Context: an optimization exercise on an open-source flow, tuned for small area, a short achievable clock period and few clock cycles. The choices shown serve that exercise and are no tape-out recipe. Function not checked in this run: the RTL went through the layout flow alone. No activity file was given, so power comes from the tool's default toggle rates.

==> flow/design.v <==
module crc_engine (
    input  wire [1:0]  poly,
    input  wire [31:0] c,
    input  wire [31:0] d,
    output reg  [31:0] crc1,
    output reg  [31:0] crc4
);
    wire [7:0] p0_1, p0_4;
    wire [15:0] p1_1, p1_4;
    wire [31:0] p2_1, p2_4;
    wire [31:0] p3_1, p3_4;
    wire x_0_0 = c[0] ^ d[0];
    wire x_0_8 = c[0] ^ d[8];
    wire x_10_10 = c[10] ^ d[10];
    wire x_10_2 = c[10] ^ d[2];
    wire x_11_11 = c[11] ^ d[11];
    wire x_11_3 = c[11] ^ d[3];
    wire x_12_12 = c[12] ^ d[12];
    wire x_12_4 = c[12] ^ d[4];
    wire x_13_13 = c[13] ^ d[13];
    wire x_13_5 = c[13] ^ d[5];
    wire x_14_14 = c[14] ^ d[14];
    wire x_14_6 = c[14] ^ d[6];
    wire x_15_15 = c[15] ^ d[15];
    wire x_15_7 = c[15] ^ d[7];
    wire x_16_16 = c[16] ^ d[16];
    wire x_17_17 = c[17] ^ d[17];
    wire x_18_18 = c[18] ^ d[18];
    wire x_19_19 = c[19] ^ d[19];
    wire x_1_1 = c[1] ^ d[1];
    wire x_1_9 = c[1] ^ d[9];
    wire x_20_20 = c[20] ^ d[20];
    wire x_21_21 = c[21] ^ d[21];
    wire x_22_22 = c[22] ^ d[22];
    wire x_23_23 = c[23] ^ d[23];
    wire x_24_24 = c[24] ^ d[24];
    wire x_25_25 = c[25] ^ d[25];
    wire x_26_26 = c[26] ^ d[26];
    wire x_27_27 = c[27] ^ d[27];
    wire x_28_28 = c[28] ^ d[28];
    wire x_29_29 = c[29] ^ d[29];
    wire x_2_10 = c[2] ^ d[10];
    wire x_2_2 = c[2] ^ d[2];
    wire x_30_30 = c[30] ^ d[30];
    wire x_31_31 = c[31] ^ d[31];
    wire x_3_11 = c[3] ^ d[11];
    wire x_3_3 = c[3] ^ d[3];
    wire x_4_12 = c[4] ^ d[12];
    wire x_4_4 = c[4] ^ d[4];
    wire x_5_13 = c[5] ^ d[13];
    wire x_5_5 = c[5] ^ d[5];
    wire x_6_14 = c[6] ^ d[14];
    wire x_6_6 = c[6] ^ d[6];
    wire x_7_15 = c[7] ^ d[15];
    wire x_7_7 = c[7] ^ d[7];
    wire x_8_0 = c[8] ^ d[0];
    wire x_8_8 = c[8] ^ d[8];
    wire x_9_1 = c[9] ^ d[1];
    wire x_9_9 = c[9] ^ d[9];
    assign p0_1[0] = ((x_0_0 ^ x_4_4) ^ (x_5_5 ^ x_6_6));
    assign p0_1[1] = ((x_1_1 ^ x_5_5) ^ (x_6_6 ^ x_7_7));
    assign p0_1[2] = ((x_4_4 ^ x_5_5) ^ (x_7_7 ^ (x_0_0 ^ x_2_2)));
    assign p0_1[3] = ((x_0_0 ^ x_1_1) ^ (x_3_3 ^ x_4_4));
    assign p0_1[4] = ((x_0_0 ^ x_1_1) ^ (x_2_2 ^ x_6_6));
    assign p0_1[5] = ((x_1_1 ^ x_2_2) ^ (x_3_3 ^ x_7_7));
    assign p0_1[6] = (x_4_4 ^ (x_2_2 ^ x_3_3));
    assign p0_1[7] = (x_5_5 ^ (x_3_3 ^ x_4_4));
    assign p0_4[0] = ((x_7_7 ^ ((d[23] ^ d[24]) ^ (d[28] ^ d[29]))) ^ ((x_1_1 ^ x_4_4) ^ (((d[30] ^ d[8]) ^ x_0_0) ^ (d[9] ^ (d[18] ^ d[21])))));
    assign p0_4[1] = ((((d[22] ^ d[25]) ^ (d[29] ^ d[30])) ^ ((d[31] ^ d[8]) ^ x_1_1)) ^ ((d[9] ^ (d[10] ^ d[19])) ^ (x_2_2 ^ x_5_5)));
    assign p0_4[2] = ((((x_0_0 ^ x_1_1) ^ (x_2_2 ^ x_3_3)) ^ (x_7_7 ^ ((d[10] ^ d[11]) ^ (d[16] ^ d[18])))) ^ ((x_4_4 ^ x_6_6) ^ (((d[20] ^ d[21]) ^ (d[24] ^ d[26])) ^ ((d[28] ^ d[29]) ^ (d[31] ^ d[8])))));
    assign p0_4[3] = ((x_5_5 ^ ((d[16] ^ d[17]) ^ (d[18] ^ d[19]))) ^ ((((d[22] ^ d[23]) ^ (d[24] ^ d[25])) ^ ((d[27] ^ d[28]) ^ x_0_0)) ^ ((d[8] ^ (d[11] ^ d[12])) ^ (x_2_2 ^ x_3_3))));
    assign p0_4[4] = ((x_7_7 ^ ((d[12] ^ d[13]) ^ (d[17] ^ d[19]))) ^ ((x_3_3 ^ x_6_6) ^ (((d[20] ^ d[21]) ^ (d[24] ^ d[25])) ^ ((d[26] ^ d[30]) ^ x_0_0))));
    assign p0_4[5] = ((((d[13] ^ d[14]) ^ (d[18] ^ d[20])) ^ ((d[21] ^ d[22]) ^ (d[25] ^ d[26]))) ^ (((d[27] ^ d[31]) ^ x_1_1) ^ (x_4_4 ^ x_7_7)));
    assign p0_4[6] = ((((d[21] ^ d[22]) ^ (d[23] ^ d[26])) ^ ((d[27] ^ d[28]) ^ x_2_2)) ^ (x_5_5 ^ ((d[14] ^ d[15]) ^ (d[16] ^ d[19]))));
    assign p0_4[7] = ((((d[20] ^ d[22]) ^ (d[23] ^ d[27])) ^ ((d[28] ^ d[29]) ^ x_0_0)) ^ ((d[8] ^ (d[15] ^ d[17])) ^ (x_3_3 ^ x_6_6)));
    assign p1_1[0] = (x_12_4 ^ x_8_0);
    assign p1_1[1] = (x_13_5 ^ x_9_1);
    assign p1_1[2] = (x_10_2 ^ x_14_6);
    assign p1_1[3] = (x_11_3 ^ x_15_7);
    assign p1_1[4] = x_12_4;
    assign p1_1[5] = (x_8_0 ^ (x_12_4 ^ x_13_5));
    assign p1_1[6] = (x_9_1 ^ (x_13_5 ^ x_14_6));
    assign p1_1[7] = (x_15_7 ^ (x_10_2 ^ x_14_6));
    assign p1_1[8] = (x_15_7 ^ (c[0] ^ x_11_3));
    assign p1_1[9] = (c[1] ^ x_12_4);
    assign p1_1[10] = (c[2] ^ x_13_5);
    assign p1_1[11] = (c[3] ^ x_14_6);
    assign p1_1[12] = ((c[4] ^ x_12_4) ^ (x_15_7 ^ x_8_0));
    assign p1_1[13] = (x_9_1 ^ (c[5] ^ x_13_5));
    assign p1_1[14] = (x_14_6 ^ (c[6] ^ x_10_2));
    assign p1_1[15] = (x_15_7 ^ (c[7] ^ x_11_3));
    assign p1_4[0] = ((x_6_14 ^ ((d[20] ^ d[24]) ^ x_10_2)) ^ ((x_3_11 ^ x_4_12) ^ ((d[28] ^ (d[16] ^ d[19])) ^ (x_11_3 ^ x_12_4))));
    assign p1_4[1] = ((x_7_15 ^ ((d[21] ^ d[25]) ^ x_11_3)) ^ ((x_4_12 ^ x_5_13) ^ ((d[29] ^ (d[17] ^ d[20])) ^ (x_12_4 ^ x_13_5))));
    assign p1_4[2] = ((x_8_0 ^ ((d[22] ^ d[26]) ^ x_12_4)) ^ ((x_5_13 ^ x_6_14) ^ ((d[30] ^ (d[18] ^ d[21])) ^ (x_13_5 ^ x_14_6))));
    assign p1_4[3] = ((x_9_1 ^ ((d[23] ^ d[27]) ^ x_13_5)) ^ ((x_6_14 ^ x_7_15) ^ ((d[31] ^ (d[19] ^ d[22])) ^ (x_14_6 ^ x_15_7))));
    assign p1_4[4] = ((((d[16] ^ d[20]) ^ (d[23] ^ d[28])) ^ (x_0_8 ^ x_10_2)) ^ ((x_14_6 ^ x_15_7) ^ (x_7_15 ^ x_8_0)));
    assign p1_4[5] = ((((x_0_8 ^ x_10_2) ^ (x_12_4 ^ x_15_7)) ^ ((x_1_9 ^ x_3_11) ^ (x_4_12 ^ x_6_14))) ^ ((x_8_0 ^ x_9_1) ^ (((d[16] ^ d[17]) ^ (d[19] ^ d[20])) ^ ((d[21] ^ d[24]) ^ (d[28] ^ d[29])))));
    assign p1_4[6] = ((((x_13_5 ^ x_1_9) ^ (x_2_10 ^ x_4_12)) ^ (x_9_1 ^ ((d[17] ^ d[18]) ^ (d[20] ^ d[21])))) ^ ((x_5_13 ^ x_7_15) ^ (((d[22] ^ d[25]) ^ (d[29] ^ d[30])) ^ (x_10_2 ^ x_11_3))));
    assign p1_4[7] = ((((x_12_4 ^ x_14_6) ^ (x_2_10 ^ x_3_11)) ^ (x_8_0 ^ ((d[18] ^ d[19]) ^ (d[21] ^ d[22])))) ^ ((x_5_13 ^ x_6_14) ^ (((d[23] ^ d[26]) ^ (d[30] ^ d[31])) ^ (x_10_2 ^ x_11_3))));
    assign p1_4[8] = ((((x_0_8 ^ x_11_3) ^ (x_12_4 ^ x_13_5)) ^ ((x_15_7 ^ x_3_11) ^ (x_4_12 ^ x_6_14))) ^ ((x_7_15 ^ x_9_1) ^ (((d[20] ^ d[22]) ^ (d[23] ^ d[27])) ^ (d[31] ^ (d[16] ^ d[19])))));
    assign p1_4[9] = ((((x_13_5 ^ x_14_6) ^ (x_1_9 ^ x_4_12)) ^ (x_8_0 ^ ((d[16] ^ d[17]) ^ (d[20] ^ d[21])))) ^ ((x_5_13 ^ x_7_15) ^ (((d[23] ^ d[28]) ^ x_0_8) ^ (x_10_2 ^ x_12_4))));
    assign p1_4[10] = ((((x_11_3 ^ x_13_5) ^ (x_14_6 ^ x_15_7)) ^ ((x_1_9 ^ x_2_10) ^ (x_5_13 ^ x_6_14))) ^ ((x_8_0 ^ x_9_1) ^ (((d[21] ^ d[22]) ^ x_0_8) ^ (d[29] ^ (d[17] ^ d[18])))));
    assign p1_4[11] = ((((x_15_7 ^ x_1_9) ^ (x_2_10 ^ x_3_11)) ^ (x_9_1 ^ ((d[22] ^ d[23]) ^ x_10_2))) ^ ((x_6_14 ^ x_7_15) ^ ((d[30] ^ (d[18] ^ d[19])) ^ (x_12_4 ^ x_14_6))));
    assign p1_4[12] = ((x_8_0 ^ ((d[24] ^ d[28]) ^ x_0_8)) ^ (((d[31] ^ (d[16] ^ d[23])) ^ (x_12_4 ^ x_13_5)) ^ ((x_15_7 ^ x_2_10) ^ (x_6_14 ^ x_7_15))));
    assign p1_4[13] = (((x_14_6 ^ x_1_9) ^ (x_3_11 ^ x_7_15)) ^ ((x_8_0 ^ x_9_1) ^ (((d[16] ^ d[17]) ^ (d[25] ^ d[29])) ^ (x_0_8 ^ x_13_5))));
    assign p1_4[14] = (((x_15_7 ^ x_1_9) ^ (x_2_10 ^ x_4_12)) ^ ((x_8_0 ^ x_9_1) ^ (((d[17] ^ d[18]) ^ (d[26] ^ d[30])) ^ (x_10_2 ^ x_14_6))));
    assign p1_4[15] = ((x_9_1 ^ ((d[18] ^ d[19]) ^ (d[27] ^ d[31]))) ^ ((x_3_11 ^ x_5_13) ^ ((x_10_2 ^ x_11_3) ^ (x_15_7 ^ x_2_10))));
    assign p2_1[0] = (c[8] ^ x_2_2);
    assign p2_1[1] = (x_3_3 ^ (c[9] ^ x_0_0));
    assign p2_1[2] = ((c[10] ^ x_0_0) ^ (x_1_1 ^ x_4_4));
    assign p2_1[3] = ((c[11] ^ x_1_1) ^ (x_2_2 ^ x_5_5));
    assign p2_1[4] = ((x_2_2 ^ x_3_3) ^ (x_6_6 ^ (c[12] ^ x_0_0)));
    assign p2_1[5] = ((x_3_3 ^ x_4_4) ^ (x_7_7 ^ (c[13] ^ x_1_1)));
    assign p2_1[6] = (x_5_5 ^ (c[14] ^ x_4_4));
    assign p2_1[7] = ((c[15] ^ x_0_0) ^ (x_5_5 ^ x_6_6));
    assign p2_1[8] = ((c[16] ^ x_1_1) ^ (x_6_6 ^ x_7_7));
    assign p2_1[9] = (c[17] ^ x_7_7);
    assign p2_1[10] = (c[18] ^ x_2_2);
    assign p2_1[11] = (c[19] ^ x_3_3);
    assign p2_1[12] = (x_4_4 ^ (c[20] ^ x_0_0));
    assign p2_1[13] = ((c[21] ^ x_0_0) ^ (x_1_1 ^ x_5_5));
    assign p2_1[14] = ((c[22] ^ x_1_1) ^ (x_2_2 ^ x_6_6));
    assign p2_1[15] = ((c[23] ^ x_2_2) ^ (x_3_3 ^ x_7_7));
    assign p2_1[16] = ((x_2_2 ^ x_3_3) ^ (x_4_4 ^ (c[24] ^ x_0_0)));
    assign p2_1[17] = ((x_4_4 ^ x_5_5) ^ ((c[25] ^ x_0_0) ^ (x_1_1 ^ x_3_3)));
    assign p2_1[18] = (((x_1_1 ^ x_2_2) ^ (x_4_4 ^ x_5_5)) ^ (x_6_6 ^ (c[26] ^ x_0_0)));
    assign p2_1[19] = (((x_2_2 ^ x_3_3) ^ (x_5_5 ^ x_6_6)) ^ (x_7_7 ^ (c[27] ^ x_1_1)));
    assign p2_1[20] = ((x_4_4 ^ x_6_6) ^ (x_7_7 ^ (c[28] ^ x_3_3)));
    assign p2_1[21] = ((x_4_4 ^ x_5_5) ^ (x_7_7 ^ (c[29] ^ x_2_2)));
    assign p2_1[22] = ((x_3_3 ^ x_5_5) ^ (x_6_6 ^ (c[30] ^ x_2_2)));
    assign p2_1[23] = ((x_4_4 ^ x_6_6) ^ (x_7_7 ^ (c[31] ^ x_3_3)));
    assign p2_1[24] = ((x_4_4 ^ x_5_5) ^ (x_7_7 ^ (x_0_0 ^ x_2_2)));
    assign p2_1[25] = ((x_5_5 ^ x_6_6) ^ ((x_0_0 ^ x_1_1) ^ (x_2_2 ^ x_3_3)));
    assign p2_1[26] = (((x_2_2 ^ x_3_3) ^ (x_4_4 ^ x_6_6)) ^ (x_7_7 ^ (x_0_0 ^ x_1_1)));
    assign p2_1[27] = ((x_4_4 ^ x_5_5) ^ (x_7_7 ^ (x_1_1 ^ x_3_3)));
    assign p2_1[28] = ((x_0_0 ^ x_4_4) ^ (x_5_5 ^ x_6_6));
    assign p2_1[29] = ((x_5_5 ^ x_6_6) ^ (x_7_7 ^ (x_0_0 ^ x_1_1)));
    assign p2_1[30] = ((x_0_0 ^ x_1_1) ^ (x_6_6 ^ x_7_7));
    assign p2_1[31] = (x_1_1 ^ x_7_7);
    assign p2_4[0] = ((((x_26_26 ^ x_2_2) ^ (x_3_3 ^ x_4_4)) ^ (x_8_8 ^ (x_0_0 ^ x_16_16))) ^ ((x_6_6 ^ x_7_7) ^ ((x_1_1 ^ x_20_20) ^ (x_22_22 ^ x_23_23))));
    assign p2_4[1] = ((((x_2_2 ^ x_3_3) ^ (x_4_4 ^ x_5_5)) ^ (x_9_9 ^ (x_17_17 ^ x_1_1))) ^ ((x_7_7 ^ x_8_8) ^ ((x_21_21 ^ x_23_23) ^ (x_24_24 ^ x_27_27))));
    assign p2_4[2] = ((((x_24_24 ^ x_25_25) ^ (x_28_28 ^ x_2_2)) ^ ((x_3_3 ^ x_4_4) ^ (x_5_5 ^ x_6_6))) ^ ((x_8_8 ^ x_9_9) ^ ((x_0_0 ^ x_10_10) ^ (x_18_18 ^ x_22_22))));
    assign p2_4[3] = ((((x_23_23 ^ x_25_25) ^ (x_26_26 ^ x_29_29)) ^ ((x_3_3 ^ x_4_4) ^ (x_5_5 ^ x_6_6))) ^ ((x_7_7 ^ x_9_9) ^ ((x_10_10 ^ x_11_11) ^ (x_19_19 ^ x_1_1))));
    assign p2_4[4] = ((((x_24_24 ^ x_26_26) ^ (x_27_27 ^ x_2_2)) ^ ((x_30_30 ^ x_4_4) ^ (x_5_5 ^ x_6_6))) ^ ((x_7_7 ^ x_8_8) ^ ((x_10_10 ^ x_11_11) ^ (x_12_12 ^ x_20_20))));
    assign p2_4[5] = ((((x_12_12 ^ x_13_13) ^ (x_21_21 ^ x_25_25)) ^ ((x_27_27 ^ x_28_28) ^ (x_31_31 ^ x_3_3))) ^ (((x_5_5 ^ x_6_6) ^ (x_7_7 ^ x_8_8)) ^ (x_9_9 ^ (x_0_0 ^ x_11_11))));
    assign p2_4[6] = ((((x_20_20 ^ x_23_23) ^ (x_28_28 ^ x_29_29)) ^ (x_9_9 ^ (x_0_0 ^ x_10_10))) ^ ((x_2_2 ^ x_3_3) ^ ((x_12_12 ^ x_13_13) ^ (x_14_14 ^ x_16_16))));
    assign p2_4[7] = ((((x_1_1 ^ x_21_21) ^ (x_24_24 ^ x_29_29)) ^ (x_4_4 ^ (x_10_10 ^ x_11_11))) ^ ((x_30_30 ^ x_3_3) ^ ((x_13_13 ^ x_14_14) ^ (x_15_15 ^ x_17_17))));
    assign p2_4[8] = ((((x_15_15 ^ x_16_16) ^ (x_18_18 ^ x_22_22)) ^ ((x_25_25 ^ x_2_2) ^ (x_30_30 ^ x_31_31))) ^ ((x_4_4 ^ x_5_5) ^ ((x_0_0 ^ x_11_11) ^ (x_12_12 ^ x_14_14))));
    assign p2_4[9] = ((((x_17_17 ^ x_19_19) ^ (x_20_20 ^ x_22_22)) ^ ((x_2_2 ^ x_31_31) ^ (x_4_4 ^ x_5_5))) ^ ((x_7_7 ^ x_8_8) ^ ((x_0_0 ^ x_12_12) ^ (x_13_13 ^ x_15_15))));
    assign p2_4[10] = (((x_4_4 ^ x_5_5) ^ (x_7_7 ^ x_9_9)) ^ (((x_0_0 ^ x_13_13) ^ (x_14_14 ^ x_18_18)) ^ ((x_21_21 ^ x_22_22) ^ (x_26_26 ^ x_2_2))));
    assign p2_4[11] = (((x_3_3 ^ x_5_5) ^ (x_6_6 ^ x_8_8)) ^ (((x_10_10 ^ x_14_14) ^ (x_15_15 ^ x_19_19)) ^ ((x_1_1 ^ x_22_22) ^ (x_23_23 ^ x_27_27))));
    assign p2_4[12] = (((x_4_4 ^ x_6_6) ^ (x_7_7 ^ x_9_9)) ^ (((x_11_11 ^ x_15_15) ^ (x_16_16 ^ x_20_20)) ^ ((x_23_23 ^ x_24_24) ^ (x_28_28 ^ x_2_2))));
    assign p2_4[13] = ((((x_24_24 ^ x_25_25) ^ (x_29_29 ^ x_3_3)) ^ (x_8_8 ^ (x_0_0 ^ x_10_10))) ^ ((x_5_5 ^ x_7_7) ^ ((x_12_12 ^ x_16_16) ^ (x_17_17 ^ x_21_21))));
    assign p2_4[14] = ((((x_18_18 ^ x_1_1) ^ (x_22_22 ^ x_25_25)) ^ ((x_26_26 ^ x_30_30) ^ (x_4_4 ^ x_6_6))) ^ ((x_8_8 ^ x_9_9) ^ ((x_0_0 ^ x_11_11) ^ (x_13_13 ^ x_17_17))));
    assign p2_4[15] = ((((x_19_19 ^ x_1_1) ^ (x_23_23 ^ x_26_26)) ^ ((x_27_27 ^ x_2_2) ^ (x_31_31 ^ x_5_5))) ^ ((x_7_7 ^ x_9_9) ^ ((x_10_10 ^ x_12_12) ^ (x_14_14 ^ x_18_18))));
    assign p2_4[16] = ((((x_13_13 ^ x_15_15) ^ (x_16_16 ^ x_19_19)) ^ ((x_1_1 ^ x_22_22) ^ (x_23_23 ^ x_24_24))) ^ (((x_26_26 ^ x_27_27) ^ (x_28_28 ^ x_4_4)) ^ (x_7_7 ^ (x_10_10 ^ x_11_11))));
    assign p2_4[17] = ((((x_14_14 ^ x_16_16) ^ (x_17_17 ^ x_20_20)) ^ ((x_23_23 ^ x_24_24) ^ (x_25_25 ^ x_27_27))) ^ (((x_28_28 ^ x_29_29) ^ (x_2_2 ^ x_5_5)) ^ (x_8_8 ^ (x_11_11 ^ x_12_12))));
    assign p2_4[18] = ((((x_0_0 ^ x_12_12) ^ (x_13_13 ^ x_15_15)) ^ ((x_17_17 ^ x_18_18) ^ (x_21_21 ^ x_24_24))) ^ (((x_25_25 ^ x_26_26) ^ (x_28_28 ^ x_29_29)) ^ ((x_30_30 ^ x_3_3) ^ (x_6_6 ^ x_9_9))));
    assign p2_4[19] = (((x_31_31 ^ x_4_4) ^ ((x_13_13 ^ x_14_14) ^ (x_16_16 ^ x_18_18))) ^ ((x_7_7 ^ (x_0_0 ^ x_10_10)) ^ (((x_19_19 ^ x_1_1) ^ (x_22_22 ^ x_25_25)) ^ ((x_26_26 ^ x_27_27) ^ (x_29_29 ^ x_30_30)))));
    assign p2_4[20] = (((x_5_5 ^ x_6_6) ^ ((x_14_14 ^ x_15_15) ^ (x_16_16 ^ x_17_17))) ^ ((x_7_7 ^ (x_0_0 ^ x_11_11)) ^ (((x_19_19 ^ x_22_22) ^ (x_27_27 ^ x_28_28)) ^ ((x_30_30 ^ x_31_31) ^ (x_3_3 ^ x_4_4)))));
    assign p2_4[21] = ((((x_26_26 ^ x_28_28) ^ (x_29_29 ^ x_2_2)) ^ (x_5_5 ^ (x_0_0 ^ x_12_12))) ^ ((x_31_31 ^ x_3_3) ^ ((x_15_15 ^ x_17_17) ^ (x_18_18 ^ x_22_22))));
    assign p2_4[22] = (((x_2_2 ^ x_30_30) ^ (x_7_7 ^ x_8_8)) ^ (((x_13_13 ^ x_18_18) ^ (x_19_19 ^ x_20_20)) ^ ((x_22_22 ^ x_26_26) ^ (x_27_27 ^ x_29_29))));
    assign p2_4[23] = ((((x_27_27 ^ x_28_28) ^ (x_30_30 ^ x_31_31)) ^ (x_9_9 ^ (x_0_0 ^ x_14_14))) ^ ((x_3_3 ^ x_8_8) ^ ((x_19_19 ^ x_20_20) ^ (x_21_21 ^ x_23_23))));
    assign p2_4[24] = ((((x_10_10 ^ x_15_15) ^ (x_16_16 ^ x_21_21)) ^ ((x_23_23 ^ x_24_24) ^ (x_26_26 ^ x_28_28))) ^ (((x_29_29 ^ x_2_2) ^ (x_31_31 ^ x_3_3)) ^ ((x_6_6 ^ x_7_7) ^ (x_8_8 ^ x_9_9))));
    assign p2_4[25] = ((((x_17_17 ^ x_1_1) ^ (x_20_20 ^ x_23_23)) ^ ((x_24_24 ^ x_25_25) ^ (x_26_26 ^ x_27_27))) ^ (((x_29_29 ^ x_2_2) ^ (x_30_30 ^ x_6_6)) ^ (x_9_9 ^ (x_10_10 ^ x_11_11))));
    assign p2_4[26] = ((((x_12_12 ^ x_18_18) ^ (x_21_21 ^ x_24_24)) ^ ((x_25_25 ^ x_26_26) ^ (x_27_27 ^ x_28_28))) ^ (((x_2_2 ^ x_30_30) ^ (x_31_31 ^ x_3_3)) ^ (x_7_7 ^ (x_10_10 ^ x_11_11))));
    assign p2_4[27] = (((x_31_31 ^ x_6_6) ^ ((x_12_12 ^ x_13_13) ^ (x_16_16 ^ x_19_19))) ^ ((x_7_7 ^ (x_0_0 ^ x_11_11)) ^ (((x_1_1 ^ x_20_20) ^ (x_23_23 ^ x_25_25)) ^ ((x_27_27 ^ x_28_28) ^ (x_29_29 ^ x_2_2)))));
    assign p2_4[28] = ((((x_13_13 ^ x_14_14) ^ (x_16_16 ^ x_17_17)) ^ ((x_21_21 ^ x_22_22) ^ (x_23_23 ^ x_24_24))) ^ (((x_28_28 ^ x_29_29) ^ (x_30_30 ^ x_4_4)) ^ (x_6_6 ^ (x_0_0 ^ x_12_12))));
    assign p2_4[29] = ((((x_0_0 ^ x_13_13) ^ (x_14_14 ^ x_15_15)) ^ ((x_17_17 ^ x_18_18) ^ (x_1_1 ^ x_22_22))) ^ (((x_23_23 ^ x_24_24) ^ (x_25_25 ^ x_29_29)) ^ ((x_30_30 ^ x_31_31) ^ (x_5_5 ^ x_7_7))));
    assign p2_4[30] = ((((x_24_24 ^ x_25_25) ^ (x_30_30 ^ x_31_31)) ^ (x_7_7 ^ (x_14_14 ^ x_15_15))) ^ ((x_3_3 ^ x_4_4) ^ ((x_18_18 ^ x_19_19) ^ (x_20_20 ^ x_22_22))));
    assign p2_4[31] = ((((x_25_25 ^ x_2_2) ^ (x_31_31 ^ x_3_3)) ^ (x_7_7 ^ (x_0_0 ^ x_15_15))) ^ ((x_5_5 ^ x_6_6) ^ ((x_19_19 ^ x_1_1) ^ (x_21_21 ^ x_22_22))));
    assign p3_1[0] = ((x_3_3 ^ x_4_4) ^ ((c[8] ^ x_0_0) ^ (x_1_1 ^ x_2_2)));
    assign p3_1[1] = (((x_1_1 ^ x_2_2) ^ (x_3_3 ^ x_4_4)) ^ (x_5_5 ^ (c[9] ^ x_0_0)));
    assign p3_1[2] = (((x_2_2 ^ x_3_3) ^ (x_4_4 ^ x_5_5)) ^ (x_6_6 ^ (c[10] ^ x_1_1)));
    assign p3_1[3] = (((x_3_3 ^ x_4_4) ^ (x_5_5 ^ x_6_6)) ^ (x_7_7 ^ (c[11] ^ x_2_2)));
    assign p3_1[4] = ((x_6_6 ^ x_7_7) ^ ((c[12] ^ x_1_1) ^ (x_2_2 ^ x_5_5)));
    assign p3_1[5] = ((x_4_4 ^ x_6_6) ^ (x_7_7 ^ (c[13] ^ x_1_1)));
    assign p3_1[6] = ((x_5_5 ^ x_7_7) ^ ((c[14] ^ x_1_1) ^ (x_3_3 ^ x_4_4)));
    assign p3_1[7] = ((x_3_3 ^ x_5_5) ^ (x_6_6 ^ (c[15] ^ x_1_1)));
    assign p3_1[8] = ((x_6_6 ^ x_7_7) ^ ((c[16] ^ x_0_0) ^ (x_2_2 ^ x_4_4)));
    assign p3_1[9] = ((x_5_5 ^ x_7_7) ^ ((c[17] ^ x_0_0) ^ (x_2_2 ^ x_4_4)));
    assign p3_1[10] = ((x_4_4 ^ x_5_5) ^ (x_6_6 ^ (c[18] ^ x_2_2)));
    assign p3_1[11] = ((x_5_5 ^ x_6_6) ^ (x_7_7 ^ (c[19] ^ x_3_3)));
    assign p3_1[12] = ((x_6_6 ^ x_7_7) ^ ((c[20] ^ x_1_1) ^ (x_2_2 ^ x_3_3)));
    assign p3_1[13] = (x_7_7 ^ (c[21] ^ x_1_1));
    assign p3_1[14] = ((c[22] ^ x_1_1) ^ (x_3_3 ^ x_4_4));
    assign p3_1[15] = ((x_2_2 ^ x_4_4) ^ (x_5_5 ^ (c[23] ^ x_0_0)));
    assign p3_1[16] = ((x_5_5 ^ x_6_6) ^ ((c[24] ^ x_0_0) ^ (x_1_1 ^ x_3_3)));
    assign p3_1[17] = (((x_1_1 ^ x_2_2) ^ (x_4_4 ^ x_6_6)) ^ (x_7_7 ^ (c[25] ^ x_0_0)));
    assign p3_1[18] = ((c[26] ^ x_4_4) ^ (x_5_5 ^ x_7_7));
    assign p3_1[19] = (((c[27] ^ x_0_0) ^ (x_1_1 ^ x_2_2)) ^ ((x_3_3 ^ x_4_4) ^ (x_5_5 ^ x_6_6)));
    assign p3_1[20] = (((c[28] ^ x_1_1) ^ (x_2_2 ^ x_3_3)) ^ ((x_4_4 ^ x_5_5) ^ (x_6_6 ^ x_7_7)));
    assign p3_1[21] = ((x_6_6 ^ x_7_7) ^ ((c[29] ^ x_0_0) ^ (x_1_1 ^ x_5_5)));
    assign p3_1[22] = ((x_6_6 ^ x_7_7) ^ ((c[30] ^ x_0_0) ^ (x_3_3 ^ x_4_4)));
    assign p3_1[23] = ((x_3_3 ^ x_5_5) ^ (x_7_7 ^ (c[31] ^ x_2_2)));
    assign p3_1[24] = (x_6_6 ^ (x_1_1 ^ x_2_2));
    assign p3_1[25] = ((x_0_0 ^ x_2_2) ^ (x_3_3 ^ x_7_7));
    assign p3_1[26] = x_2_2;
    assign p3_1[27] = x_3_3;
    assign p3_1[28] = (x_0_0 ^ x_4_4);
    assign p3_1[29] = (x_5_5 ^ (x_0_0 ^ x_1_1));
    assign p3_1[30] = ((x_0_0 ^ x_1_1) ^ (x_2_2 ^ x_6_6));
    assign p3_1[31] = ((x_2_2 ^ x_3_3) ^ (x_7_7 ^ (x_0_0 ^ x_1_1)));
    assign p3_4[0] = (((x_7_7 ^ x_9_9) ^ ((x_11_11 ^ x_14_14) ^ (x_15_15 ^ x_16_16))) ^ (((x_2_2 ^ x_4_4) ^ (x_5_5 ^ x_6_6)) ^ (((x_1_1 ^ x_20_20) ^ (x_23_23 ^ x_24_24)) ^ ((x_25_25 ^ x_26_26) ^ (x_27_27 ^ x_28_28)))));
    assign p3_4[1] = (((x_7_7 ^ x_8_8) ^ ((x_10_10 ^ x_12_12) ^ (x_15_15 ^ x_16_16))) ^ (((x_2_2 ^ x_3_3) ^ (x_5_5 ^ x_6_6)) ^ (((x_17_17 ^ x_21_21) ^ (x_24_24 ^ x_25_25)) ^ ((x_26_26 ^ x_27_27) ^ (x_28_28 ^ x_29_29)))));
    assign p3_4[2] = (((x_8_8 ^ x_9_9) ^ ((x_11_11 ^ x_13_13) ^ (x_16_16 ^ x_17_17))) ^ (((x_3_3 ^ x_4_4) ^ (x_6_6 ^ x_7_7)) ^ (((x_18_18 ^ x_22_22) ^ (x_25_25 ^ x_26_26)) ^ ((x_27_27 ^ x_28_28) ^ (x_29_29 ^ x_30_30)))));
    assign p3_4[3] = ((((x_28_28 ^ x_29_29) ^ (x_30_30 ^ x_31_31)) ^ ((x_4_4 ^ x_5_5) ^ (x_7_7 ^ x_8_8))) ^ ((x_9_9 ^ (x_0_0 ^ x_10_10)) ^ (((x_12_12 ^ x_14_14) ^ (x_17_17 ^ x_18_18)) ^ ((x_19_19 ^ x_23_23) ^ (x_26_26 ^ x_27_27)))));
    assign p3_4[4] = (((x_4_4 ^ x_7_7) ^ ((x_13_13 ^ x_14_14) ^ (x_16_16 ^ x_18_18))) ^ ((x_8_8 ^ (x_0_0 ^ x_10_10)) ^ (((x_19_19 ^ x_23_23) ^ (x_25_25 ^ x_26_26)) ^ ((x_29_29 ^ x_2_2) ^ (x_30_30 ^ x_31_31)))));
    assign p3_4[5] = ((((x_17_17 ^ x_19_19) ^ (x_23_23 ^ x_25_25)) ^ ((x_28_28 ^ x_2_2) ^ (x_30_30 ^ x_31_31))) ^ (((x_3_3 ^ x_4_4) ^ (x_6_6 ^ x_7_7)) ^ (x_8_8 ^ (x_0_0 ^ x_16_16))));
    assign p3_4[6] = ((((x_11_11 ^ x_14_14) ^ (x_15_15 ^ x_16_16)) ^ ((x_17_17 ^ x_18_18) ^ (x_23_23 ^ x_25_25))) ^ (((x_27_27 ^ x_28_28) ^ (x_29_29 ^ x_2_2)) ^ ((x_31_31 ^ x_3_3) ^ (x_6_6 ^ x_8_8))));
    assign p3_4[7] = (((x_5_5 ^ x_6_6) ^ ((x_0_0 ^ x_11_11) ^ (x_12_12 ^ x_14_14))) ^ (((x_29_29 ^ x_2_2) ^ (x_30_30 ^ x_3_3)) ^ (((x_17_17 ^ x_18_18) ^ (x_19_19 ^ x_1_1)) ^ ((x_20_20 ^ x_23_23) ^ (x_25_25 ^ x_27_27)))));
    assign p3_4[8] = (((x_6_6 ^ x_7_7) ^ ((x_12_12 ^ x_13_13) ^ (x_15_15 ^ x_18_18))) ^ (((x_30_30 ^ x_31_31) ^ (x_3_3 ^ x_4_4)) ^ (((x_19_19 ^ x_1_1) ^ (x_20_20 ^ x_21_21)) ^ ((x_24_24 ^ x_26_26) ^ (x_28_28 ^ x_2_2)))));
    assign p3_4[9] = (((x_8_8 ^ x_9_9) ^ ((x_0_0 ^ x_11_11) ^ (x_13_13 ^ x_15_15))) ^ (((x_29_29 ^ x_31_31) ^ (x_3_3 ^ x_6_6)) ^ (((x_19_19 ^ x_1_1) ^ (x_21_21 ^ x_22_22)) ^ ((x_23_23 ^ x_24_24) ^ (x_26_26 ^ x_28_28)))));
    assign p3_4[10] = ((x_6_6 ^ (x_10_10 ^ x_11_11)) ^ (((x_12_12 ^ x_15_15) ^ (x_22_22 ^ x_26_26)) ^ ((x_28_28 ^ x_29_29) ^ (x_30_30 ^ x_5_5))));
    assign p3_4[11] = (((x_30_30 ^ x_31_31) ^ (x_6_6 ^ x_7_7)) ^ (((x_0_0 ^ x_11_11) ^ (x_12_12 ^ x_13_13)) ^ ((x_16_16 ^ x_23_23) ^ (x_27_27 ^ x_29_29))));
    assign p3_4[12] = ((((x_27_27 ^ x_2_2) ^ (x_30_30 ^ x_31_31)) ^ ((x_4_4 ^ x_5_5) ^ (x_6_6 ^ x_8_8))) ^ ((x_9_9 ^ (x_11_11 ^ x_12_12)) ^ (((x_13_13 ^ x_15_15) ^ (x_16_16 ^ x_17_17)) ^ ((x_20_20 ^ x_23_23) ^ (x_25_25 ^ x_26_26)))));
    assign p3_4[13] = (((x_31_31 ^ x_3_3) ^ ((x_11_11 ^ x_12_12) ^ (x_13_13 ^ x_15_15))) ^ ((x_4_4 ^ (x_0_0 ^ x_10_10)) ^ (((x_17_17 ^ x_18_18) ^ (x_1_1 ^ x_20_20)) ^ ((x_21_21 ^ x_23_23) ^ (x_25_25 ^ x_2_2)))));
    assign p3_4[14] = ((((x_12_12 ^ x_13_13) ^ (x_15_15 ^ x_18_18)) ^ ((x_19_19 ^ x_20_20) ^ (x_21_21 ^ x_22_22))) ^ (((x_23_23 ^ x_25_25) ^ (x_27_27 ^ x_28_28)) ^ ((x_3_3 ^ x_6_6) ^ (x_7_7 ^ x_9_9))));
    assign p3_4[15] = (((x_4_4 ^ x_7_7) ^ ((x_13_13 ^ x_14_14) ^ (x_16_16 ^ x_19_19))) ^ ((x_8_8 ^ (x_0_0 ^ x_10_10)) ^ (((x_20_20 ^ x_21_21) ^ (x_22_22 ^ x_23_23)) ^ ((x_24_24 ^ x_26_26) ^ (x_28_28 ^ x_29_29)))));
    assign p3_4[16] = (((x_8_8 ^ x_9_9) ^ ((x_0_0 ^ x_11_11) ^ (x_14_14 ^ x_15_15))) ^ (((x_27_27 ^ x_29_29) ^ (x_30_30 ^ x_5_5)) ^ (((x_17_17 ^ x_1_1) ^ (x_20_20 ^ x_21_21)) ^ ((x_22_22 ^ x_23_23) ^ (x_24_24 ^ x_25_25)))));
    assign p3_4[17] = (((x_6_6 ^ x_9_9) ^ ((x_10_10 ^ x_12_12) ^ (x_15_15 ^ x_16_16))) ^ (((x_28_28 ^ x_2_2) ^ (x_30_30 ^ x_31_31)) ^ (((x_18_18 ^ x_1_1) ^ (x_21_21 ^ x_22_22)) ^ ((x_23_23 ^ x_24_24) ^ (x_25_25 ^ x_26_26)))));
    assign p3_4[18] = (((x_6_6 ^ x_9_9) ^ ((x_0_0 ^ x_10_10) ^ (x_13_13 ^ x_14_14))) ^ (((x_31_31 ^ x_3_3) ^ (x_4_4 ^ x_5_5)) ^ (((x_15_15 ^ x_17_17) ^ (x_19_19 ^ x_1_1)) ^ ((x_20_20 ^ x_22_22) ^ (x_28_28 ^ x_29_29)))));
    assign p3_4[19] = ((x_9_9 ^ (x_10_10 ^ x_18_18)) ^ (((x_21_21 ^ x_24_24) ^ (x_25_25 ^ x_26_26)) ^ ((x_27_27 ^ x_28_28) ^ (x_29_29 ^ x_30_30))));
    assign p3_4[20] = ((x_31_31 ^ (x_10_10 ^ x_11_11)) ^ (((x_19_19 ^ x_22_22) ^ (x_25_25 ^ x_26_26)) ^ ((x_27_27 ^ x_28_28) ^ (x_29_29 ^ x_30_30))));
    assign p3_4[21] = ((((x_12_12 ^ x_14_14) ^ (x_15_15 ^ x_16_16)) ^ ((x_1_1 ^ x_24_24) ^ (x_25_25 ^ x_29_29))) ^ (((x_2_2 ^ x_30_30) ^ (x_31_31 ^ x_4_4)) ^ ((x_5_5 ^ x_6_6) ^ (x_7_7 ^ x_9_9))));
    assign p3_4[22] = (((x_8_8 ^ x_9_9) ^ ((x_0_0 ^ x_10_10) ^ (x_11_11 ^ x_13_13))) ^ (((x_30_30 ^ x_31_31) ^ (x_3_3 ^ x_4_4)) ^ (((x_14_14 ^ x_17_17) ^ (x_1_1 ^ x_20_20)) ^ ((x_23_23 ^ x_24_24) ^ (x_27_27 ^ x_28_28)))));
    assign p3_4[23] = ((((x_23_23 ^ x_26_26) ^ (x_27_27 ^ x_29_29)) ^ (x_7_7 ^ (x_10_10 ^ x_12_12))) ^ ((x_31_31 ^ x_6_6) ^ ((x_16_16 ^ x_18_18) ^ (x_20_20 ^ x_21_21))));
    assign p3_4[24] = (((x_6_6 ^ x_8_8) ^ ((x_14_14 ^ x_15_15) ^ (x_16_16 ^ x_17_17))) ^ ((((x_19_19 ^ x_1_1) ^ (x_20_20 ^ x_21_21)) ^ ((x_22_22 ^ x_23_23) ^ (x_25_25 ^ x_26_26))) ^ (((x_2_2 ^ x_30_30) ^ (x_4_4 ^ x_5_5)) ^ (x_9_9 ^ (x_0_0 ^ x_13_13)))));
    assign p3_4[25] = (((x_6_6 ^ x_7_7) ^ ((x_15_15 ^ x_16_16) ^ (x_17_17 ^ x_18_18))) ^ ((((x_1_1 ^ x_20_20) ^ (x_21_21 ^ x_22_22)) ^ ((x_23_23 ^ x_24_24) ^ (x_26_26 ^ x_27_27))) ^ (((x_2_2 ^ x_31_31) ^ (x_3_3 ^ x_5_5)) ^ (x_9_9 ^ (x_10_10 ^ x_14_14)))));
    assign p3_4[26] = ((((x_14_14 ^ x_17_17) ^ (x_18_18 ^ x_19_19)) ^ ((x_1_1 ^ x_20_20) ^ (x_21_21 ^ x_22_22))) ^ (((x_26_26 ^ x_3_3) ^ (x_5_5 ^ x_8_8)) ^ (x_9_9 ^ (x_0_0 ^ x_10_10))));
    assign p3_4[27] = ((((x_0_0 ^ x_10_10) ^ (x_11_11 ^ x_15_15)) ^ ((x_18_18 ^ x_19_19) ^ (x_1_1 ^ x_20_20))) ^ (((x_21_21 ^ x_22_22) ^ (x_23_23 ^ x_27_27)) ^ ((x_2_2 ^ x_4_4) ^ (x_6_6 ^ x_9_9))));
    assign p3_4[28] = (((x_3_3 ^ x_5_5) ^ ((x_11_11 ^ x_12_12) ^ (x_16_16 ^ x_19_19))) ^ ((x_7_7 ^ (x_0_0 ^ x_10_10)) ^ (((x_1_1 ^ x_20_20) ^ (x_21_21 ^ x_22_22)) ^ ((x_23_23 ^ x_24_24) ^ (x_28_28 ^ x_2_2)))));
    assign p3_4[29] = (((x_4_4 ^ x_6_6) ^ ((x_13_13 ^ x_17_17) ^ (x_1_1 ^ x_20_20))) ^ ((x_8_8 ^ (x_11_11 ^ x_12_12)) ^ (((x_21_21 ^ x_22_22) ^ (x_23_23 ^ x_24_24)) ^ ((x_25_25 ^ x_29_29) ^ (x_2_2 ^ x_3_3)))));
    assign p3_4[30] = (((x_7_7 ^ x_9_9) ^ ((x_0_0 ^ x_12_12) ^ (x_13_13 ^ x_14_14))) ^ (((x_30_30 ^ x_3_3) ^ (x_4_4 ^ x_5_5)) ^ (((x_18_18 ^ x_21_21) ^ (x_22_22 ^ x_23_23)) ^ ((x_24_24 ^ x_25_25) ^ (x_26_26 ^ x_2_2)))));
    assign p3_4[31] = ((((x_25_25 ^ x_26_26) ^ (x_27_27 ^ x_31_31)) ^ ((x_3_3 ^ x_4_4) ^ (x_5_5 ^ x_6_6))) ^ ((x_8_8 ^ (x_0_0 ^ x_10_10)) ^ (((x_13_13 ^ x_14_14) ^ (x_15_15 ^ x_19_19)) ^ ((x_1_1 ^ x_22_22) ^ (x_23_23 ^ x_24_24)))));
    always @(*) begin
        case (poly)
            2'd0: begin crc1 = {24'd0, p0_1}; crc4 = {24'd0, p0_4}; end
            2'd1: begin crc1 = {16'd0, p1_1}; crc4 = {16'd0, p1_4}; end
            2'd2: begin crc1 = p2_1; crc4 = p2_4; end
            default: begin crc1 = p3_1; crc4 = p3_4; end
        endcase
    end
endmodule
module crc_unit (
    input  wire        clk,
    input  wire        rst,
    input  wire        fs,
    input  wire        req,
    input  wire        we,
    input  wire [7:0]  addr,
    input  wire [31:0] wdata,
    output wire        ready,
    output wire [31:0] rdata
);
    reg        wr;        
    reg        fsq;       
    reg [4:2]  aq;        
    reg [31:0] wd;        
    wire [2:0] reg_id = aq[4:2];
    reg [3:0] ctl;        
    reg [3:0] mismatch;   
    reg [3:0] mm_sat;     
    reg       cfg_rej;    
    reg [5:0]  cfg     [0:3];
    reg [15:0] cfg2    [0:3];   
    reg [31:0] val     [0:3];   
    reg [31:0] res_raw [0:3];   
    reg [1:0]  res_poly[0:3];   
    reg [2:0]  cnt     [0:3];   
    reg [31:0] mm_cnt  [0:3];
    reg [3:0]  active, open;
    reg [3:0]  val_ok;          
    reg [3:0]  res_ok;          
    reg [3:0] s_ch;                   
    reg [3:0] s_cfg, s_cfg2, s_mm;    
    reg       s_ctl, s_stat;          
    reg [1:0]  poly_s;
    reg [31:0] val_s;
    integer k;
    always @(*) begin
        poly_s = 2'd0;
        val_s  = 32'd0;
        for (k = 0; k < 4; k = k + 1) begin
            poly_s = poly_s | ({2{s_ch[k]}} & cfg[k][1:0]);
            val_s  = val_s  | ({32{s_ch[k]}} & val[k]);
        end
    end
    wire [31:0] crc1, crc4;
    crc_engine u_eng (.poly(poly_s), .c(val_s), .d(wd), .crc1(crc1), .crc4(crc4));
    reg [31:0] init_s;
    always @(*) begin
        case (poly_s)
            2'd0:    init_s = 32'h000000FF;
            2'd1:    init_s = 32'h0000FFFF;
            default: init_s = 32'hFFFFFFFF;
        endcase
    end
    wire [31:0] val_new = !reg_id[2] ? wd : reg_id[1] ? init_s : reg_id[0] ? crc1 : crc4;
    wire [3:0] reject, mm_event, sat_event, end_pend;
    wire [3:0] val_ok_n, res_ok_n, end_pend_n;   
    wire [1:0] res_poly_n [0:3];
    wire [3:0] ctl_n = (wr && s_ctl) ? wd[3:0] : ctl;
    wire [31:0] wd_r = rst ? 32'd0 : wd;    
    genvar c;
    generate
        for (c = 0; c < 4; c = c + 1) begin : chn
            wire [1:0] poly  = cfg[c][1:0];
            wire [2:0] snoop = cfg[c][4:2];
            wire       dir   = cfg[c][5];
            wire sel       = wr && s_ch[c];
            wire wr_cfg    = sel && reg_id == 3'd0;
            wire wr_cfg2   = sel && reg_id == 3'd1;
            wire wr_val    = sel && reg_id == 3'd2;
            wire wr_feed32 = sel && reg_id == 3'd4;
            wire wr_feed8  = sel && reg_id == 3'd5;
            wire wr_cmd    = sel && reg_id == 3'd6;
            reg [31:0] mask, residue;
            reg [2:0]  width;
            always @(*) begin
                case (poly)
                    2'd0:    begin mask = 32'h000000FF; residue = 32'h000000C4; width = 3'd1; end
                    2'd1:    begin mask = 32'h0000FFFF; residue = 32'h00000000; width = 3'd2; end
                    2'd2:    begin mask = 32'hFFFFFFFF; residue = 32'hDEBB20E3; width = 3'd4; end
                    default: begin mask = 32'hFFFFFFFF; residue = 32'hB798B438; width = 3'd4; end
                endcase
            end
            assign end_pend[c] = active[c] && !ctl[c] && open[c];
            wire act_a  = fsq ? ctl[c] : active[c];
            wire fs_end = fsq && end_pend[c];
            wire open_a = open[c] && !fs_end;
            wire sw      = act_a && (snoop == 3'd0);
            wire cmd_end = sw && wr_cmd && wd[1] && open_a;
            wire cmd_go  = sw && wr_cmd && wd[0];
            wire feed8   = sw && open_a && wr_feed8;
            wire feed32  = sw && open_a && wr_feed32;
            wire val_wok = !act_a || sw;
            wire val_we  = (wr_val && val_wok) || feed8 || feed32 || cmd_go;
            wire cfg_bad = act_a || (wd[4:2] > 3'd4) || (wd[4:2] == 3'd4 && wd[5]);
            assign reject[c] = (wr_cfg && cfg_bad) || (wr_cfg2 && act_a) || (wr_val && !val_wok);
            wire stream_end = fs_end || cmd_end;
            wire bad_check  = (cnt[c] < width) || ((val[c] & mask) != residue);
            reg [31:0] mm_p;
            reg [7:0]  mm_g, mm_gp;
            integer b;
            always @(*) begin
                for (b = 0; b < 8; b = b + 1)
                    mm_g[b] = &mm_cnt[c][4*b +: 4];
                mm_gp[0] = 1'b1;
                for (b = 1; b < 8; b = b + 1)
                    mm_gp[b] = mm_gp[b - 1] & mm_g[b - 1];
                for (b = 0; b < 32; b = b + 1)
                    mm_p[b] = mm_gp[b / 4] & &(mm_cnt[c][4*(b/4) +: 4] | (4'hF << (b % 4)));
            end
            wire mm_inc = mm_event[c] && !(mm_gp[7] && mm_g[7]);
            wire res_we     = stream_end && !dir;
            assign mm_event[c]  = stream_end && dir && bad_check;
            wire open_n = cmd_go || (open_a && !cmd_end);
            assign val_ok_n[c]   = !rst && (val_ok[c] || val_we);
            assign res_ok_n[c]   = !rst && (res_ok[c] || res_we);
            assign res_poly_n[c] = res_we ? poly : res_poly[c];
            assign end_pend_n[c] = !rst && act_a && !ctl_n[c] && open_n;
            assign sat_event[c] = mm_event[c] && (&mm_cnt[c][31:1]);
            always @(posedge clk) begin
                if (rst) begin
                    mm_cnt[c] <= 32'd0;
                    active[c] <= 1'b0;
                    open[c]   <= 1'b0;
                    val_ok[c] <= 1'b0;
                    res_ok[c] <= 1'b0;
                end else begin
                    active[c] <= act_a;
                    open[c]   <= open_n;
                    mm_cnt[c] <= mm_cnt[c] ^ ({32{mm_inc}} & mm_p);
                    if (val_we)
                        val_ok[c] <= 1'b1;
                    if (res_we)
                        res_ok[c] <= 1'b1;
                end
            end
            always @(posedge clk) begin
                if (rst || (wr_cfg && !cfg_bad))
                    cfg[c] <= wd_r[5:0];
                if (rst || (wr_cfg2 && !act_a))
                    cfg2[c] <= {wd_r[18:16], wd_r[14:8], wd_r[5:0]};
            end
            always @(posedge clk) begin
                if (res_we) begin
                    res_raw[c]  <= val[c];
                    res_poly[c] <= poly;
                end
                if (val_we)
                    val[c] <= val_new;
                if (feed8)
                    cnt[c] <= (cnt[c] >= 3'd3) ? 3'd4 : cnt[c] + 3'd1;
                if (feed32)
                    cnt[c] <= 3'd4;
                if (cmd_go)
                    cnt[c] <= 3'd0;
            end
        end
    endgenerate
    wire stat_wr = wr && s_stat;
    always @(posedge clk) begin
        if (rst) begin
            ctl      <= 4'd0;
            mismatch <= 4'd0;
            mm_sat   <= 4'd0;
            cfg_rej  <= 1'b0;
        end else begin
            if (wr && s_ctl)
                ctl <= wd[3:0];
            if (stat_wr) begin
                mismatch <= (mismatch & ~wd[3:0]) | mm_event;
                mm_sat   <= (mm_sat & ~wd[7:4]) | sat_event;
                cfg_rej  <= (cfg_rej & ~wd[8]) | (|reject);
            end else begin
                mismatch <= mismatch | mm_event;
                mm_sat   <= mm_sat | sat_event;
                cfg_rej  <= cfg_rej | (|reject);
            end
        end
    end
    reg [3:0] s_rres;   
    reg       s_vok;    
    reg       s_inv_lo, s_keep_mid, s_inv_mid, s_hi;   
    reg [31:0] res_t, mm_t;
    reg [15:0] c2_t;
    reg [5:0]  cfg_t;
    always @(*) begin
        res_t = 32'd0; mm_t = 32'd0; c2_t = 16'd0; cfg_t = 6'd0;
        for (k = 0; k < 4; k = k + 1) begin
            res_t = res_t | ({32{s_rres[k]}} & res_raw[k]);
            mm_t  = mm_t  | ({32{s_mm[k]}} & mm_cnt[k]);
            c2_t  = c2_t  | ({16{s_cfg2[k]}} & cfg2[k]);
            cfg_t = cfg_t | ({6{s_cfg[k]}} & cfg[k]);
        end
    end
    wire [31:0] res_v = {(res_t[31:16] & {16{s_hi}}) ^ {16{s_hi}},
                         (res_t[15:8] & {8{s_keep_mid}}) ^ {8{s_inv_mid}},
                         res_t[7:0] ^ {8{s_inv_lo}}};
    wire [31:0] rval = ({32{s_vok}} & val_s)
                     | res_v
                     | mm_t
                     | {13'd0, c2_t[15:13], 1'b0, c2_t[12:6], 2'b00, c2_t[5:0]}
                     | {26'd0, cfg_t}
                     | ({32{s_ctl}} & {28'd0, ctl})
                     | ({32{s_stat}} & {23'd0, cfg_rej, mm_sat, mismatch});
    wire       a_ch   = addr[7:5] >= 3'd1 && addr[7:5] <= 3'd4;
    wire [1:0] a_c    = addr[6:5] - 2'd1;
    wire       a_rok  = a_ch && addr[4:2] == 3'd3 && res_ok_n[a_c];
    wire [1:0] a_rp   = res_poly_n[a_c];
    reg  rd_ok;
    always @(posedge clk) begin
        aq <= addr[4:2];
        wd <= wdata;
        s_ctl  <= addr[7:2] == 6'd0;
        s_stat <= addr[7:2] == 6'd1;
        s_vok  <= a_ch && addr[4:2] == 3'd2 && val_ok_n[a_c];
        for (k = 0; k < 4; k = k + 1) begin
            s_ch[k]   <= addr[7:5] == k + 1;
            s_cfg[k]  <= addr[7:5] == k + 1 && addr[4:2] == 3'd0;
            s_cfg2[k] <= addr[7:5] == k + 1 && addr[4:2] == 3'd1;
            s_rres[k] <= addr[7:5] == k + 1 && addr[4:2] == 3'd3 && res_ok_n[k];
            s_mm[k]   <= addr[7:5] == k + 1 && addr[4:2] == 3'd7;
        end
        s_inv_lo   <= a_rok && a_rp != 2'd1;
        s_keep_mid <= a_rok && a_rp != 2'd0;
        s_inv_mid  <= a_rok && a_rp[1];
        s_hi       <= a_rok && a_rp[1];
        if (rst) begin
            wr    <= 1'b0;
            fsq   <= 1'b0;
            rd_ok <= 1'b0;
        end else begin
            wr    <= req && we;
            fsq   <= fs;
            rd_ok <= req && !we && !rd_ok && !(fs && (|end_pend_n));
        end
    end
    assign ready = we || rd_ok;
    assign rdata = rval;
endmodule
==> flow/flow/run.sh <==
#!/bin/bash
set -o pipefail
export SETUP_SLACK_MARGIN=5.56
export CTS_ARGS="-sink_clustering_enable -repair_clock_nets -sink_clustering_size 24 -sink_clustering_max_diameter 90 -dont_use_dummy_load"
bash standard.sh > standard.log 2>&1
==> flow/standard.sh <==
#!/bin/bash
# synth_recipe.tcl (not shown) runs the flow's synth.tcl, then flattens the netlist and writes it again
# the make line also repeats each setting of config.mk as NAME=value (left out here)
make -C /OpenROAD-flow-scripts/flow DESIGN_CONFIG=/design/flow/config.mk WORK_HOME=/design/flow/orfs CLKGATE_MAP_FILE= SYNTH_SCRIPT=/design/flow/synth_recipe.tcl "${@:-finish}"
==> flow/config.mk <==
export PLATFORM = sky130hd
export DESIGN_NAME = crc_unit
export DESIGN_NICKNAME = crc_unit
export VERILOG_FILES = /design/flow/design.v
export SDC_FILE = /design/flow/constraint.sdc
export NUM_CORES = 4
export LEC_CHECK = 0
export CAP_MARGIN = 20
export CORE_MARGIN = 2
export CORE_UTILIZATION = 40
export CTS_CLUSTER_DIAMETER = 90
export CTS_CLUSTER_SIZE = 24
export SLEW_MARGIN = 20
==> flow/constraint.sdc <==
create_clock -name core_clock -period 10.0 [get_ports {clk}]
set_input_delay 2.0000 -clock core_clock [delete_from_list [all_inputs] [get_ports {clk}]]
set_output_delay 2.0000 -clock core_clock [all_outputs]
set_load 0.01 [all_outputs]
==> impl_metrics.env <==
export IMPL_synth_edf_count=344
export IMPL_timing_fmax_ghz=0.209
export IMPL_drt_total_wl_mm=132
export IMPL_die_area_um2=89700
export IMPL_post_route_util=0.455
export IMPL_internal_power_mw=4.69
export IMPL_synthesis_nets=3191
export IMPL_max_clock_path_buffers=3
export IMPL_crit_path_start_kind="flop"
export IMPL_setup_total_negative_slack_ps=0
export IMPL_die_height_um=299
export IMPL_met2_wirelength_mm=55.6
export IMPL_crit_path_max_incr_delay_ps=820
export IMPL_sequential_element_share_of_the_synthesized_area=0.434
export IMPL_detailroute_wirelength_met3_mm=15.6
export IMPL_antenna_violations_before_repair=5
export IMPL_synth_area_in_compound_gates=0.124
export IMPL_power_per_cell_area_nw_per_um2=182
export IMPL_grt_first_pass_wirelength_mm=184
export IMPL_seq_power_share=0.364
export IMPL_netlist_cell_type_count=90
export IMPL_muxShareOfSynthArea=0.0131
export IMPL_period_minus_slack_ps=4790
export IMPL_timing_critical_path_cells="buf_12 > a222oi_1 > nand4_1 > buf_2"
export IMPL_cts_tree="built"
export IMPL_clkLatencyLatePin_ps=660
export IMPL_cp_class="flop to output pin"
export IMPL_max_cap_violations=0
export IMPL_drc=0
export IMPL_rows=108
export IMPL_clock_skew_final_ps=93.8
export IMPL_drtIter0Drc=3681
export IMPL_worstMarginPinSlew_ps=1070
export IMPL_slew_headroom=0.267
export IMPL_top_signal_layer_used="met5"
export IMPL_hold_path_class="flop to flop"
export IMPL_holdBufCountCts=0
export IMPL_setup_viol_count_final=0
export IMPL_critical_path_end_type="output pin"
export IMPL_critical_path_top_delay_family="compound AO/OA/AOI/OAI gates"
export IMPL_routed_wire_length_per_instance_um=30.2
export IMPL_netlist_area_um2=34900
export IMPL_power_leakage_nw=14.2
export IMPL_combPwrFrac=0.452
export IMPL_boundaryPins=78
export IMPL_postSynthAreaPerCell_um2=11.2
export IMPL_overflow_left_after_global_routing=0
export IMPL_total_switching_power_mw=2.48
export IMPL_yosys_most_used_dff="sky130_fd_sc_hd__edfxtp_1"
export IMPL_dp_hpwl_mm=92.5
export IMPL_gp_congestion=1.00
export IMPL_cp_arrival_ps=2790
export IMPL_tritoncts_num_sinks=585
export IMPL_tritoncts_num_buffers=31
export IMPL_timing_final_hold_violations=0
export IMPL_critical_path_required_ps=8000
export IMPL_clk_pin_slew_ps=100
export IMPL_worst_path_max_fanout=6
export IMPL_post_route_period_util=0.479
export IMPL_fp_coreArea_um2=86600
export IMPL_diodes=0
export IMPL_die_w_um=299
export IMPL_wire_length_on_met1_mm=52.9
export IMPL_path_buf_inv=2
export IMPL_async_reset_ff_frac=0
export IMPL_root_buffer="sky130_fd_sc_hd__clkbuf_16"
export IMPL_detailroute_via_count=26300
export IMPL_netSwitchingFraction=0.346
export IMPL_avgViaCountPerCell=6.04
export IMPL_number_of_global_route_vias_before_repair=24400
export IMPL_synthAdderAreaFrac=0.00896
export IMPL_drt_pre_antenna_iters=8
export IMPL_run_status="finished clean"
export IMPL_synthToLayoutAreaGrowth_pct=12.9
export IMPL_yosysWarningCount=9
export IMPL_grt_usage=0.286
export IMPL_clock_share_of_power=0.184
export IMPL_fraction_of_the_mapped_netlist_area_in_simple_logic_gates=0.118
export IMPL_post_synth_inst_count=3121
export IMPL_power_ir_vdd_worst_v=0.000195
export IMPL_number_of_port_buffers=75
export IMPL_drtAntennaViolNets=0
export IMPL_rsz0062_at_grt="true"
export IMPL_floorplan_initialDensity=0.403
export IMPL_yosys_area_share_xor_xnor=0.275
export IMPL_critical_path_slowest_cell="sky130_fd_sc_hd__a222oi_1"
export IMPL_drive_gt1_frac=0.137
export IMPL_dominant_combinational_cell_family_by_area_after_synthesis="XOR/XNOR gates"
export IMPL_pin_count_of_the_biggest_net_entering_global_routing=84
export IMPL_nets=3274
export IMPL_depth_of_the_cts_h_tree=1
export IMPL_postSynthRegisterBits=585
export IMPL_slew_viol_final=0
## power groups by stage
stage | logic [mW] | clock network [mW] | registers, mW
after detailed placement | 3.11 | 0 | 2.67
after floorplan | 2.28 | 0 | 2.65
final | 3.24 | 1.32 | 2.61
after global placement | 3.11 | 0 | 2.67
after global routing | 3.33 | 1.42 | 2.61
after CTS | 3.16 | 1.33 | 2.61
## synth_stat cells (8+ instances only)
cell type	number	area share
sky130_fd_sc_hd__nand3_1	86	0.012
sky130_fd_sc_hd__xor2_2	14	0.0065
sky130_fd_sc_hd__o22ai_1	24	0.0043
sky130_fd_sc_hd__inv_1	53	0.0057
sky130_fd_sc_hd__nor4_1	12	0.0021
sky130_fd_sc_hd__a222oi_1	23	0.0066
sky130_fd_sc_hd__xnor2_2	23	0.011
sky130_fd_sc_hd__a32oi_1	9	0.0023
sky130_fd_sc_hd__nand3b_1	8	0.0017
sky130_fd_sc_hd__a31oi_1	22	0.0039
sky130_fd_sc_hd__nor3_1	44	0.0063
sky130_fd_sc_hd__nand2_1	194	0.021
sky130_fd_sc_hd__xor2_1	158	0.040
sky130_fd_sc_hd__a221oi_1	35	0.0088
sky130_fd_sc_hd__nand2b_1	16	0.0029
sky130_fd_sc_hd__or3_1	47	0.0084
sky130_fd_sc_hd__ha_1	25	0.0090
sky130_fd_sc_hd__a21oi_1	118	0.017
sky130_fd_sc_hd__edfxtp_1	344	0.30
sky130_fd_sc_hd__nand4_1	49	0.0088
sky130_fd_sc_hd__nand2_2	14	0.0025
sky130_fd_sc_hd__o211ai_1	11	0.0024
sky130_fd_sc_hd__xnor2_1	431	0.11
sky130_fd_sc_hd__a22o_1	39	0.0098
sky130_fd_sc_hd__and3_1	21	0.0038
sky130_fd_sc_hd__and2_1	14	0.0025
sky130_fd_sc_hd__o21ai_0	75	0.011
sky130_fd_sc_hd__a211oi_1	22	0.0047
sky130_fd_sc_hd__dfxtp_1	241	0.14
sky130_fd_sc_hd__mux2_2	11	0.0035
sky130_fd_sc_hd__nor2b_1	28	0.0050
sky130_fd_sc_hd__xnor2_4	9	0.0071
sky130_fd_sc_hd__buf_2	18	0.0026
sky130_fd_sc_hd__and4_1	12	0.0030
sky130_fd_sc_hd__xor3_1	18	0.012
sky130_fd_sc_hd__xor2_4	13	0.010
sky130_fd_sc_hd__clkbuf_1	131	0.014
sky130_fd_sc_hd__buf_4	8	0.0017
sky130_fd_sc_hd__a22oi_1	154	0.033
sky130_fd_sc_hd__mux2i_1	29	0.0083
sky130_fd_sc_hd__xnor3_1	123	0.079
sky130_fd_sc_hd__nor2_1	258	0.028
## layer usage
layer / track usage / vias to the layer above
met2: 0.417 / 1544
met3: 0.0688 / 271
met4: 0.135 / 2
met5: 0 / -
met1: 0.398 / 13000
li1: - / 11500
## final timing paths
path	from	end	slack (ps)	depth (start not counted)
hold reg to reg	val[1][2]$_DFFE_PP_	res_raw[1][2]$_DFFE_PP_	420	0
hold / removal	val[1][2]$_DFFE_PP_	res_raw[1][2]$_DFFE_PP_	420	0
setup / recovery	s_mm[0]$_DFF_P_	rdata[6]	5210	4
setup reg to reg	s_ch[3]$_DFF_P_	val[1][12]$_DFFE_PP_	5560	11
## through the flow
step | instances | power, mW | area (um^2) | worst slack (ps) | hold slack (ps)
6_report | 4357 | 7.17 | 39400 | 5210 | 420
5_1_grt | 4357 | 7.36 | 39400 | 5310 | 417
4_1_cts | 4338 | 7.10 | 39100 | 5260 | 416
3_5_place_dp | 4268 | 5.78 | 37100 | 4730 | 443
3_3_place_gp | 4267 | 5.78 | 37100 | 4770 | 434
2_1_floorplan | 3121 | 4.94 | 34900 | 5680 | 424
## final cells by class
| type | instances | area [um^2] |
|---|---|---|
| fill | 7951 | 47200 |
| multi-input combinational | 2312 | 19600 |
| sequential | 585 | 15200 |
| timing repair buffer | 221 | 2200 |
| tap | 1155 | 1450 |
| clock buffer | 31 | 776 |
| inverter | 53 | 199 |
## kinds of logic after synthesis
group / Yosys count
and+or+nand+nor: 844
muxes: 42
DFF: 585
AOI/OAI and AO/OA: 611
xor gates and xnor gates: 790
buffers and inverters: 224
adders and majority gates: 25
## cell usage in the layout (no fill, tap or decap), types with 103 or more instances in the layout
master / netlist / layout
sky130_fd_sc_hd__xnor2_1: 431 / 427
sky130_fd_sc_hd__a21oi_1: 118 / 103
sky130_fd_sc_hd__nor2_1: 258 / 254
sky130_fd_sc_hd__nand2_1: 194 / 172
sky130_fd_sc_hd__edfxtp_1: 344 / 344
sky130_fd_sc_hd__a22oi_1: 154 / 137
sky130_fd_sc_hd__buf_4: 8 / 114
sky130_fd_sc_hd__dfxtp_1: 241 / 229
sky130_fd_sc_hd__xor2_1: 158 / 154
sky130_fd_sc_hd__xnor3_1: 123 / 122
## what timing repair did
item / CTS / global route
pin swaps: 65 / 45
buffers inserted: 33 / 17
gates cloned: 6 / 2
resized for setup: 239 / 67
setup endpoints to repair: 126 / 56
## sequential cells by signal, indices dropped and copies added, names as in the netlist, 8 cells and up
register,flops
res_raw,128
val,128
res_poly,8
cfg2,64
cfg,24
cnt,12
wd,32
mm_cnt,128

afterwards: timing with drivers on the ports:
The results above use ideal ports. As a check the final layout listed here was re-extracted and re-timed, cells and wires unchanged.
Step 1, drivers: a clkbuf_16 drives clk and a buf_2 each remaining input, both assumed.
Step 2 adds t to the input delays and takes it off the output delays; t is the mean of the earliest and latest rising clock arrival at the registers after step 1. Input paths then give back, and output paths get back, about the clock's delay inside the block.
a / b / c = ideal ports / drivers / drivers and shift; a / b = the first two.
t, ns: 0.683
setup WS [ns]: 5.212 / 5.141 / 5.528
worst register clock-pin slew, ns: 0.10 / 0.10
After both steps setup and hold are still met in this run. The setup slack of this run moves by -0.071 ns with the drivers and by +0.316 ns with both steps.
